Source: an optimization exercise on an open RTL-to-GDS flow (aim: small area, a short achievable clock period and few clock cycles per item). Production flows keep margins and buffers that such runs may drop. Only simulation tests tie the RTL to the original design; equivalence was not proved.

## flow/design.v (module list and top-level ports; edited modules follow where they fit)
// module cvu: 6762 lines
module cvu (
    input  wire        clk,
    input  wire        rst,
    input  wire        in_valid,
    output wire        in_ready,
    input  wire        in_first,
    input  wire        in_last,
    input  wire [3:0]  in_bytes,
    input  wire [63:0] in_data,
    input  wire [2:0]  cfg_preset,
    input  wire        cfg_chain,
    input  wire [6:0]  cfg_width,
    input  wire [63:0] cfg_poly,
    input  wire [63:0] cfg_init,
    input  wire [63:0] cfg_xorout,
    input  wire        cfg_refin,
    input  wire        cfg_refout,
    output reg         out_valid,
    output reg  [63:0] out_crc,
    output reg  [63:0] out_reg
);
  // ...
==> flow/flow/run.sh <==
#!/bin/bash
# The standard layout (the standard.sh: ORFS synthesis, floorplan, placement,
# CTS, routing) at the design's clock and constraints, with two changes:
#  - the buffers that buffer_ports puts on every input and output port are
#    buf_2 cells instead of the tool's default choice;
#  - ORFS's repair_timing steps (after CTS and after global routing) aim for
#    34.2 ns of setup slack instead of 0, so that they also shorten paths that
#    already meet the 44 ns clock.
# The make output goes to standard.log; ORFS keeps each step's log under orfs/logs.
set -euo pipefail
export BUFFER_PORTS_ARGS="-buffer_cell sky130_fd_sc_hd__buf_2"
export SETUP_SLACK_MARGIN=34.2
bash standard.sh > standard.log 2>&1
==> flow/standard.sh <==
#!/bin/bash
# synth_recipe.tcl (not shown) runs the flow's synth.tcl, then flattens the netlist and writes it again
# the make line also repeats each setting of config.mk as NAME=value (left out here)
make -C /OpenROAD-flow-scripts/flow DESIGN_CONFIG=/design/flow/config.mk WORK_HOME=/design/flow/orfs CLKGATE_MAP_FILE= SYNTH_SCRIPT=/design/flow/synth_recipe.tcl "${@:-finish}"
==> flow/config.mk <==
export PLATFORM = sky130hd
export DESIGN_NAME = cvu
export DESIGN_NICKNAME = cvu
export VERILOG_FILES = /design/flow/design.v
export SDC_FILE = /design/flow/constraint.sdc
export NUM_CORES = 4
export LEC_CHECK = 0
export CAP_MARGIN = 20
export CORE_MARGIN = 2
export CORE_UTILIZATION = 40
export PLACE_DENSITY = 0.5
export SLEW_MARGIN = 50
==> flow/constraint.sdc <==
create_clock -name core_clock -period 44.0 [get_ports {clk}]
set_input_delay 8.8000 -clock core_clock [delete_from_list [all_inputs] [get_ports {clk}]]
set_output_delay 8.8000 -clock core_clock [all_outputs]
set_load 0.01 [all_outputs]
==> summary.md, run 1 <==
| Metric | Value |
|---|---|
| Status | `finished clean` |
| Total number of vias | `95300` |
| Grt met1 use | `64.5%` |
| F_max | `99.9 MHz` |
| Leading cell types in the layout, fill and taps excluded | `2685 x nor2_1, 2105 x xnor2_1, 926 x nand2_1` |
| List of most frequent post-synthesis cells | `2702 x nor2_1, 2225 x xnor2_1, 932 x nand2_1, 595 x clkbuf_1, 484 x o21ai_0` |
| Post-DP HPWL | `435000 um` |
| Worst R2R Path Depth | `23` |
| Worst slack, placed | `33400 ps` |
| TritonCTS Sinks | `630` |
| Clock buffers | `91` |
| Slew Viols, Final | `0` |
| Routing usage on met2 | `67.0%` |
| Hold Slack | `404 ps` |
| Clock root buffer | `clkbuf_16` |
| Compound-Gate Fraction of Synth Area | `12.3%` |
| Critical path endpoint | `out_reg[0]` |
| Routed length on met2 | `229000 um` |
| Design Area, Final | `103000 um2` |
| Routed wire length | `587000 um` |
| Largest class | `multi-input combinational cells` |
| Routability cong. | `1.07` |
| Clk pin slew, worst setup/hold paths | `60 ps` |
| Non-clk buf share | `7.27%` |
| Inverter count | `54` |
| Clock skew | `56.8 ps` |
| # fillers | `22400` |
| Syn_area_per_cell | `8.18 um2` |
| Share of cells above drive strength 1 | `16.8%` |
| Count leader, synth | `nor2_1` |
| Largest family of logic cells by synthesized area | `XOR/XNOR gates` |
| Most common cell after layout, fill and taps aside | `nor2_1` |
| Metal3 WL | `92200 um` |
| Synth Net Count | `11300` |
| Core Rows | `174` |
| Layout area overhead | `14.3%` |
Testbench counts, summed over its fixed seeds: cycles 16,701, bytes 125,702.
==> run 2, diff against run 1 <==
--- a/flow/design.v
+++ b/flow/design.v
@@ -45,52 +45,57 @@
                 4'd6: jsel_in = 8'b0000_0100;
                 4'd7: jsel_in = 8'b0000_0010;
                 default: ;
             endcase
     end
     reg  [6:1] pre;           
     reg        expl, pre23;
     reg        refin_r, refout_r, p0_r;
-    reg  [7:0] isel;          
     reg  [5:0] k_r;           
     reg [63:0] poly_r, init_r, xor_r, mu_r;
     reg [63:0] A;             
-    wire [7:0] isel_in;
-    assign isel_in[0] = ~in_first;                                         
-    assign isel_in[1] = in_first & (expl_in | cfg_chain & ((cfg_preset == 3'd2) | (cfg_preset == 3'd3)));
-    assign isel_in[2] = in_first & cfg_chain & ((cfg_preset == 3'd1) | (cfg_preset == 3'd4));
-    assign isel_in[3] = in_first & cfg_chain & (cfg_preset == 3'd5);
-    assign isel_in[4] = in_first & cfg_chain & (cfg_preset == 3'd6);
-    assign isel_in[5] = in_first & ~cfg_chain & ((cfg_preset == 3'd1) | (cfg_preset == 3'd4));
-    assign isel_in[6] = in_first & ~cfg_chain & (cfg_preset == 3'd3);
-    assign isel_in[7] = in_first & ~cfg_chain & (cfg_preset == 3'd5);
+    reg [63:0] F;             
+    reg [63:0] init_in;
+    always @* begin
+        init_in = 64'd0;
+        case (cfg_preset)
+            3'd1, 3'd4: init_in = cfg_chain ? {cfg_init[31:0], 32'd0} : 64'hffffffff00000000;
+            3'd2:       init_in = cfg_chain ? cfg_init : 64'd0;
+            3'd3:       init_in = cfg_chain ? cfg_init : {64{1'b1}};
+            3'd5:       init_in = cfg_chain ? {cfg_init[15:0], 48'd0} : 64'hffff000000000000;
+            3'd6:       init_in = cfg_chain ? {cfg_init[7:0], 56'd0} : 64'd0;
+            default:    ;
+        endcase
+    end
     wire refin_in = expl_in ? cfg_refin :
                     (cfg_preset == 3'd1) | (cfg_preset == 3'd3) | (cfg_preset == 3'd4);
-    reg  [63:0] D;
+    wire        refin_b = in_first ? refin_in : refin_r;
+    reg  [63:0] d_in;
     always @* begin
         for (i4 = 0; i4 < 64; i4 = i4 + 1)
-            D[i4] = refin_r ? d_r[63-i4] : d_r[8*(7 - i4/8) + (i4%8)];
+            d_in[i4] = refin_b ? in_data[63-i4] : in_data[8*(7 - i4/8) + (i4%8)];
     end
+    wire [63:0] D = d_r;
     reg [63:0] p_eff, mu_eff, xor_eff;
     reg  [5:0] k_eff;
     reg        refout_eff;
     always @* begin
         p_eff  = expl ? poly_r : 64'd0;
         mu_eff = expl ? mu_r : 64'd0;
         if (pre[1]) begin p_eff = p_eff | 64'h1edc6f4100000000; mu_eff = mu_eff | 64'h1f91caf6386f2c24; end
         if (pre23)  begin p_eff = p_eff | 64'h42f0e1eba9ea3693; mu_eff = mu_eff | 64'h578d29d06cc4f872; end
         if (pre[4]) begin p_eff = p_eff | 64'h04c11db700000000; mu_eff = mu_eff | 64'h04d101df481b4e5a; end
         if (pre[5]) begin p_eff = p_eff | 64'h1021000000000000; mu_eff = mu_eff | 64'h11303471a041b342; end
         if (pre[6]) begin p_eff = p_eff | 64'h0700000000000000; mu_eff = mu_eff | 64'h07156a166329dd12; end
         xor_eff    = expl ? xor_r : (pre[1] | pre[4]) ? 64'hffffffff : pre[3] ? {64{1'b1}} : 64'd0;
         k_eff      = expl ? k_r : (pre[1] | pre[4]) ? 6'd32 : pre[5] ? 6'd48 : pre[6] ? 6'd56 : 6'd0;
         refout_eff = expl ? refout_r : (pre[1] | pre[3] | pre[4]);
     end
-    wire [63:0] sh_in  = s1 ? poly_r : A;
+    wire [63:0] sh_in  = s1 ? poly_r : init_r;
     wire [63:0] sh_out = sh_in << k_r;
     reg [63:0] U;
     reg [31:0] V;
     always @* begin
         U[0] = 1'b1;
         for (i1 = 1; i1 < 64; i1 = i1 + 1)
             U[i1] = sh_out[64-i1];
         V = 32'd0;
@@ -110,32 +115,24 @@
         for (j2 = 0; j2 < 32; j2 = j2 + 1)
             V_sq[2*j2] = V[j2];
     end
     reg [63:0] wmask;
     always @* begin
         for (i3 = 0; i3 < 64; i3 = i3 + 1)
             wmask[i3] = ({1'b0, k_r} + i3[6:0] < 7'd64);
     end
-    wire [63:0] A_cur = ({64{isel[0]}} & A)
-                      | ({64{isel[1]}} & init_r)
-                      | ({64{isel[2]}} & {init_r[31:0], 32'd0})
-                      | ({64{isel[3]}} & {init_r[15:0], 48'd0})
-                      | ({64{isel[4]}} & {init_r[7:0], 56'd0})
-                      | ({64{isel[5]}} & 64'hffffffff00000000)
-                      | ({64{isel[6]}} & {64{1'b1}})
-                      | ({64{isel[7]}} & 64'hffff000000000000);
-    wire [63:0] X     = A_cur ^ D;
+    wire [63:0] X = A ^ D;
     reg  [63:0] S, Xup;
     always @* begin
         S = 64'd0; Xup = 64'd0;
         for (i7 = 0; i7 < 8; i7 = i7 + 1)
             if (jsel[i7]) begin
                 S   = S   | (X >> (8 * i7));
-                Xup = Xup | (A_cur << (64 - 8 * i7));
+                Xup = Xup | (A << (64 - 8 * i7));
             end
     end
     wire [63:0] Hq, R;
     wire h_0 = S[63] & mu_eff[63];
     wire h_1 = S[63] & mu_eff[62];
     wire h_2 = S[63] & mu_eff[61];
     wire h_3 = S[63] & mu_eff[60];
     wire h_4 = S[63] & mu_eff[59];
@@ -6680,21 +6677,21 @@
             mu_new[i8] = R[64-i8];
         pal_back[0] = p0_r;
         for (i8 = 1; i8 < 64; i8 = i8 + 1)
             pal_back[i8] = poly_r[64-i8];
     end
     reg  [5:0] res_k;
     reg        res_refout;
     reg [63:0] res_xor;
-    wire [63:0] A_sh = A >> res_k;
-    reg  [63:0] A_rev;
+    wire [63:0] F_sh = F >> res_k;
+    reg  [63:0] F_rev;
     always @* begin
         for (i9 = 0; i9 < 64; i9 = i9 + 1)
-            A_rev[i9] = A[63-i9];
+            F_rev[i9] = F[63-i9];
     end
     always @(posedge clk) begin
         if (rst) begin
             s1      <= 1'b0;
             s2      <= 1'b0;
             ready_r <= 1'b1;
             valid_r <= 1'b0;
             expf_r  <= 1'b1;
@@ -6706,18 +6703,17 @@
             if (run)
                 valid_r <= in_valid;
             if (accept)
                 expf_r <= in_last;
             pend    <= go & last_r;
         end
         out_valid <= ~rst & pend;
         if (run) begin
-            d_r     <= in_data;
-            isel    <= isel_in;
+            d_r     <= d_in;
             last_r  <= in_last;
         end
         if (run)
             jsel <= jsel_in;
         else if (s1)
             jsel <= 8'd1;
         else
             jsel <= jsel_keep;
@@ -6738,25 +6734,28 @@
             poly_r   <= cfg_poly;
             init_r   <= cfg_init;
             xor_r    <= cfg_xorout;
         end else if (s1) begin
             poly_r <= U;
             p0_r   <= sh_out[0];
             xor_r  <= xor_r & wmask;
             mu_r   <= 64'd0;
-            init_r <= V_sq ^ D;
         end else if (s2) begin
             poly_r <= pal_back;
-            init_r <= sh_out;
             mu_r   <= mu_new;
         end
-        if (s1)
-            A <= init_r;
+        if (accept & in_first)
+            A <= init_in;
+        else if (s1)
+            A <= V_sq ^ D;
+        else if (s2)
+            A <= sh_out;
         else if (go)
             A <= Fin;
+        F <= Fin;
         res_k      <= k_eff;
         res_refout <= refout_eff;
         res_xor    <= xor_eff;
-        out_reg <= A_sh;
-        out_crc <= (res_refout ? A_rev : A_sh) ^ res_xor;
+        out_reg <= F_sh;
+        out_crc <= (res_refout ? F_rev : F_sh) ^ res_xor;
     end
 endmodule
==> run 2 against run 1 <==
  * Still clean
  * Hold slack better by 17 ps
  * Clock skew down 2.4 ps
  * Utilization down 0.12 points
  * Clock-buffer cell count up 7
  * Die area up 2.1%
  * Critical path depth up 20
  * Highest routed layer unchanged
  * Cell count down 0.55%
==> summary.md, run 2 <==
| Metric | Value |
|---|---|
| Status | `finished clean (unchanged)` |
| Post-DRT Antenna Nets | `0 (unchanged)` |
| Initial DRC Count | `16100 (was 17300)` |
| Routed wire length | `559000 um (was 587000 um)` |
| Initial antenna violation count | `52 (was 83)` |
| Core Rows | `176 (was 174)` |
| I/O pin cnt | `408 (unchanged)` |
| Metal1 wirelength | `212000 um (was 223000 um)` |
| FFs w/ async S/R, synth | `0% (unchanged)` |
| Post-DP HPWL | `414000 um (was 435000 um)` |
| Largest net degree at the start of global routing | `134 (was 117)` |
| Min Tclk post-route | `10010 ps (about the same)` |
| Slew Viols, Final | `0 (unchanged)` |
| Crit Path Max Fanout | `42 (was 1)` |
| DRC | `0 (unchanged)` |
| List of most frequent post-synthesis cells | `2668 x nor2_1, 2230 x xnor2_1, 663 x nand2_1, 521 x xor2_1, 501 x a21oi_1 (was 2702 x nor2_1, 2225 x xnor2_1, 932 x nand2_1, 595 x clkbuf_1, 484 x o21ai_0)` |
| Critical Path End Type | `flop (was output port)` |
| Clk pin slew, worst setup/hold paths | `70 ps (was 60 ps)` |
| Hold Violations, Final | `0 (unchanged)` |
| Synth warnings | `1 (unchanged)` |
| Routability cong. | `1.05 (was 1.07)` |
| Initial Util | `40.2% (was 40.3%)` |
| Htree depth | `3 (unchanged)` |
| Share of cells above drive strength 1 | `18.4% (was 16.8%)` |
| Syn_area_per_cell | `8.36 um2 (was 8.18 um2)` |
| CTS tree | `yes (unchanged)` |
| Synth Flop Type | `edfxtp_1 (unchanged)` |
| GRT Residual Overflow | `0 (unchanged)` |
| Setup crit start kind | `flop (unchanged)` |
| Top post-synthesis cells by area | `xnor2_1 21%, edfxtp_1 13%, xnor3_1 11% (was xnor2_1 22%, edfxtp_1 14%, xnor3_1 12%)` |
| Seq/Total Area, Yosys | `19.3% (was 18.5%)` |
| First-pass GRT wire length | `751000 um (was 775000 um)` |
| Worst path top cell family by delay | `XOR/XNOR gates (was flip-flops)` |
| Number of buffers and inverters on the critical path | `3 (was 1)` |
| Slew headroom | `43.3% (was 41.1%)` |
| Fin Setup TNS | `0 ps (unchanged)` |
| Post-layout util | `45.9% (was 46.0%)` |
| Worst Setup Slack, final | `33990 ps (about the same)` |
| Port Buffers | `406 (unchanged)` |
| CTS max path bufs | `3 (unchanged)` |
| Metal3 WL | `68200 um (was 92200 um)` |
| Min-delay worst type | `reg2reg (unchanged)` |
| Synth Net Count | `11400 (was 11300)` |
| Worst slack, placed | `32530 ps (was 33400 ps)` |
| Clock root buffer | `clkbuf_16 (unchanged)` |
| TritonCTS buffer count | `74 (was 72)` |
| Layout area overhead | `14.1% (was 14.3%)` |
| Syn Inst Count | `11100 (about the same)` |
| Max stage delay on crit path | `830 ps (was 360 ps)` |
| Area leader, netlist | `xnor2_1 (unchanged)` |
| Vias in the first global route | `86000 (about the same)` |
| WP data required | `44540 ps (was 35200 ps)` |
| Most common cell after layout, fill and taps aside | `nor2_1 (unchanged)` |
| CP cell instances | `buf_4 > or4_1 > nor2_4 > buf_4 > a21oi_1 > xnor2_1 > xnor3_1 > xnor3_1 > xnor2_1 > xnor3_1 > xnor2_2 > buf_4 > nor2_1 > xnor2_1 > xnor2_1 > xnor2_1 > xnor3_1 > xnor3_1 > xor2_2 > nand2_1 > o211ai_1 (was buf_6)` |
| Core ar. | `230000 um2 (was 225000 um2)` |
| Yosys top cell area share | `21.1% (was 21.5%)` |
| Yosys cell types | `104 (was 83)` |
| TritonCTS Sinks | `686 (was 630)` |
| Post-synth EDFFs | `408 (was 416)` |
| Nets | `11500 (was 11600)` |
| Yosys reg bits | `686 (was 630)` |
| Setup CP Type | `reg2reg (was reg2out)` |
| DRT Pass-1 Iters | `10 (was 11)` |
| Period utilisation layout | `22.7% (about the same)` |
| GR Util All Layers | `45.9% (was 49.0%)` |
| Routed WL per cell | `39.0 um (was 40.7 um)` |
| Crit path arrival time | `10550 ps (was 1210 ps)` |
| RSZ-0062 raised after global routing | `yes (unchanged)` |
| Die area | `235000 um2 (was 230000 um2)` |
| Synthesized area | `92500 um2 (was 90500 um2)` |
| Leading cell types in the layout, fill and taps excluded | `2649 x nor2_1, 2109 x xnor2_1, 652 x nand2_1 (was 2685 x nor2_1, 2105 x xnor2_1, 926 x nand2_1)` |
| Clock latency (worst-skew pair) | `730 ps (was 740 ps)` |
| Die H | `485 um (was 480 um)` |
| Max Cap Viol | `0 (unchanged)` |
| Total number of vias | `92100 (was 95300)` |
| Uppermost layer routed | `met5 (unchanged)` |
| Routed length on met2 | `229000 um (about the same)` |
| Via-to-Cell Ratio | `6.42 (was 6.61)` |
| F_max | `99.9 MHz (about the same)` |
| Critical Path Slowest Stage Cell | `or4_1 (was dfxtp_4)` |
| Count leader, synth | `nor2_1 (unchanged)` |
| Clock skew | `54.4 ps (was 56.8 ps)` |
| Die W | `485 um (was 480 um)` |
| Slew @ Worst Pin | `851 ps (was 884 ps)` |
| Final setup violation count | `0 (unchanged)` |
run 2: cell count changes after synthesis, moves of 69 or more:
| cell | delta |
|---|---|
| mux2_2 | +78 |
| mux2i_1 | -69 |
| nor3_1 | -80 |
| buf_2 | +108 |
| nand2_1 | -269 |
| nand3_1 | +112 |
| clkbuf_1 | -109 |
| o21ai_0 | -136 |
| a21oi_1 | +238 |
run 2: logic make-up after synthesis:
logic type | count (synthesis) | synth area share (%)
buffers and inverters | 946 | 4.53
DFF | 686 | 19.3
adders and majority gates | 7 | 0.0947
xor gates and xnor gates | 3289 | 39.0
muxes | 509 | 7.71
and+or+nand+nor | 3892 | 17.1
AOI/OAI and AO/OA | 1740 | 12.4
run 2: worst paths after layout:
path	start	to	slack, ps	cells after the start
worst max register to register	pre[4]	A[34]	33990	21
worst max-delay path	pre[4]	A[34]	33990	21
worst min register to register	res_xor[26]	out_crc[26]	420	1
worst min-delay path	res_xor[26]	out_crc[26]	420	1
run 2: through the flow:
step           area [um2]  hold slack [ps]  instances
2_1_floorplan       92800              403      11100
3_3_place_gp        98700              418      14100
3_5_place_dp       100000              422      14100
4_1_cts            104000              424      14300
5_1_grt            105000              443      14300
6_report           106000              421      14300
run 2: layout make-up:
| cell class | instances | area, um2 |
|---|---|---|
| Sequential cell | 686 | 18000 |
| Fill cell | 22700 | 124000 |
| Multi-Input combinational cell | 9443 | 73300 |
| Tap cell | 3026 | 3790 |
| Clock buffer | 98 | 2060 |
| Clock inverter | 40 | 524 |
| Antenna cell | 20 | 50.0 |
| Timing Repair Buffer | 977 | 7500 |
| Inverter | 58 | 238 |
run 2: metal layers:
metal | GRT usage [%] | vias up
met1 | 59.7 | 45400
met3 | 11.7 | 1717
li1 | - | 37700
met4 | 32.3 | 34
met5 | 0 | -
met2 | 66.2 | 7203
run 2: repair_timing:
item,CTS,global route
cloned,6,4
hold buffers,0,0
gates resized for setup,250,101
pin swaps,20,11
endpoints found under the setup margin,280,191
setup buffers,34,17
Testbench counts of run 2, summed over its fixed seeds: cycles 16,701, bytes 125,702.

-- static timing again, ports no longer ideal --
The results above use ideal ports. As a check the final layouts listed here were re-extracted and re-timed, cells and wires unchanged. Step 1 sets driving cells, clkbuf_16 on the clock port and buf_2 on the other inputs (assumed; they add their load-dependent delay and slew). Step 2 moves the port delays by t, midway between the first and last clock arrival at a register: inputs arrive t later, outputs are due t later. That takes back most of the time a late clock gives input paths. Slacks: no drivers / after step 1 / after step 2; pairs: no drivers / after step 1.
| run | t, ns | setup slack, ns | worst setup path at the end | pins driven straight from the clock port |
|---|---|---|---|---|
| run 1 | 0.790 | 33.992 / 33.917 / 33.895 | input to register | 1 |
| run 2 | 0.781 | 33.993 / 33.927 / 33.262 | input to register | 1 |
After both steps every run listed still meets setup and hold. The setup slack of run 2, which loses most, moves by -0.066 ns with the drivers and by -0.731 ns with both steps.
